Context: an optimization exercise on an open-source flow, tuned for small area, a short achievable clock period and few clock cycles. The choices shown serve that exercise and are no tape-out recipe. Function was checked by simulation only, so behaviour that the tests miss may differ from the original. Power and IR drop assume default switching activity.

## north
## rs_parity_enc
module rs_parity_enc (
  input  wire        clk,
  input  wire        rst,        
  input  wire [5:0]  cfg_k,      
  input  wire [4:0]  cfg_m,      
  input  wire        in_valid,
  output wire        in_ready,
  input  wire [15:0] in_data,
  output wire        out_valid,
  input  wire        out_ready,
  output wire [15:0] out_data,
  output wire        out_last
);
  localparam LANES = 4;
  localparam SLOTS = 4;
  localparam ROWS  = LANES * SLOTS;
  reg         rdy_q;             
  reg  [4:0]  jn;                
  reg         first_in;          
  wire        take     = in_valid && rdy_q;
  reg  [4:0]  g_km1;             
  reg  [5:0]  g_k;
  reg  [2:0]  g_np;              
  reg  [1:0]  g_npm1;            
  reg  [1:0]  g_ll;              
  reg  [1:0]  g_base;            
  wire        last_in = first_in ? (cfg_k == 6'd1) : (jn == g_km1);
  wire [2:0]  np_cfg  = (cfg_m + 5'd3) >> 2;
  reg         ir_v;
  reg  [15:0] ir_d;
  reg  [4:0]  ir_j;
  reg         ir_first, ir_last;
  reg  [1:0]  ir_p;              
  reg  [5:0]  ir_kp;             
  reg  [5:0]  ir_sel [0:LANES-1];   
  reg  [1:0]  wr_ptr;            
  reg  [2:0]  free;              
  wire        alloc     = ir_first;      
  wire        issue     = ir_v && (g_np != 3'd0) && (!alloc || (free != 3'd0));
  wire        last_pass = (ir_p == g_npm1);
  wire        ir_done   = ir_v && ((g_np == 3'd0) || (issue && last_pass));
  wire [1:0]  op_slot   = alloc ? wr_ptr : g_base + ir_p;
  reg         c_v;
  reg  [15:0] c_d;
  reg  [7:0]  c_coef [0:LANES-1];
  reg  [1:0]  c_slot;
  reg         c_first, c_lastw, c_slast;
  reg  [1:0]  c_ll;
  wire [7:0]  coef [0:LANES-1];
  ...
Settings: LEC_CHECK=0, CAP_MARGIN=20, CORE_MARGIN=2, CORE_UTILIZATION=40, CTS_CLUSTER_DIAMETER=80, CTS_CLUSTER_SIZE=30, SETUP_SLACK_MARGIN=4.6, SLEW_MARGIN=20; clock period 7.0 ns.
run.sh (not shown) runs the stock make flow with config.mk's settings and CLKGATE_MAP_FILE= SYNTH_SCRIPT=/design/flow/synth_recipe.tcl, a recipe that flattens the netlist after the stock synthesis.
Testbench counts of north, summed over its fixed seeds: cycles 87,735.
Here is what was changed in the inputs of south compared with north.
- SETUP_SLACK_MARGIN now 4.5, was 4.6
- ABC_AREA now 1, previously not set
## What came out
- The final layout from south, which completed every stage, passed the timing, DRC and antenna checks at the end of the flow.
- | share of the clock period used by the worst path | south vs north | 0.69 points higher |
- Share of cell area taken by multi-input logic gates in south is 1.9 points below north.
- Relative to north, register share of the cell area has decreased by 1.9 points in south.


== build 67 ==
Another version of the RTL of rs_parity_enc (not shown whole).
For scale: roughly 2700 cells after synthesis, roughly 420 flip-flops, roughly 0.029 mm² of cells after synthesis.
make LEC_CHECK=0 CAP_MARGIN=20 CORE_MARGIN=2 CORE_UTILIZATION=40 CTS_CLUSTER_DIAMETER=80 CTS_CLUSTER_SIZE=30 SETUP_SLACK_MARGIN=4.4 SLEW_MARGIN=20 finish   # period 7.0 ns
Testbench counts of build 67, summed over its fixed seeds: cycles 87,735.
Relative to build 67, the following input files were edited for build 78:
# build 67
export LEC_CHECK = 0
export CAP_MARGIN = 20
export CORE_MARGIN = 2
export CORE_UTILIZATION = 40
export CTS_CLUSTER_DIAMETER = 80
export CTS_CLUSTER_SIZE = 30
export SETUP_SLACK_MARGIN = 4.4
export SLEW_MARGIN = 20
create_clock -name core_clock -period 7.0 [get_ports {clk}]
# build 78
export LEC_CHECK = 0
export CAP_MARGIN = 20
export CORE_MARGIN = 2
export CORE_UTILIZATION = 40
export SETUP_SLACK_MARGIN = 4.6
export SLEW_MARGIN = 20
create_clock -name core_clock -period 7.0 [get_ports {clk}]
Notes after the runs:
Against build 67, build 78 reports a worst path arrival time that is lower. Measured against each other, build 67 and build 78 differ in clock power share, the lower figure coming from build 67. Higher final routed wirelength across all metal layers was reported by build 78, not build 67. On worst hold slack: build 78 sits above build 67. On build 78: instance count on the critical path is 2 higher than what build 67 gave. The cell area in build 78 was higher than what build 67 gave.
## Diff of input files: build 57 against build 78
# build 78
export LEC_CHECK = 0
export CAP_MARGIN = 20
export CORE_MARGIN = 2
export CORE_UTILIZATION = 40
export SETUP_SLACK_MARGIN = 4.6
export SLEW_MARGIN = 20
create_clock -name core_clock -period 7.0 [get_ports {clk}]
# build 57
export LEC_CHECK = 0
export CAP_MARGIN = 20
export CORE_MARGIN = 2
export CORE_UTILIZATION = 40
export SETUP_SLACK_MARGIN = 4.4
export SLEW_MARGIN = 20
create_clock -name core_clock -period 7.0 [get_ports {clk}]
Results
- Per the comparison of build 57 with build 78, non-clock buffer count went down about 18%, relative area of non-clock buffer cells in the final design lost 2.0 points.
- Compare build 57 and build 78 | share of the final layout cell area in sequential cells lower: build 78
- From build 78 to build 57 the numbers moved as follows: final instance area saw a decrease, largest stage delay on the critical path decreased 30 ps.

-- separate check: timing with driven ports --
In the flow no input, the clock included, has a driving cell. The finished layouts below were timed again as built, in two steps. Step 1, drivers: a clkbuf_16 drives clk and a buf_2 each remaining input, both assumed. Step 2 adds t to the input delays and takes it off the output delays; t is the mean of the earliest and latest rising clock arrival at the registers after step 1. Input paths then give back, and output paths get back, about the clock's delay inside the block. Three values: ideal, step 1, step 2; two values: the first two.
run	shift t [ns]	setup slack, ns	worst slew at a driven data input, ns	cell pins on the clock port's net
north	0.661	4.409 / 4.343 / 3.941	0.06	1
south	0.677	4.361 / 4.299 / 3.900	0.05	1
build 67	0.656	4.391 / 4.384 / 3.821	0.05	1
build 78	0.658	4.448 / 4.383 / 3.937	0.04	1
build 57	0.658	4.359 / 4.359 / 3.830	0.05	1
After both steps every run listed still meets setup and hold. For build 67, which loses most, drivers alone change the setup slack by -0.007 ns; drivers and shift together by -0.570 ns.
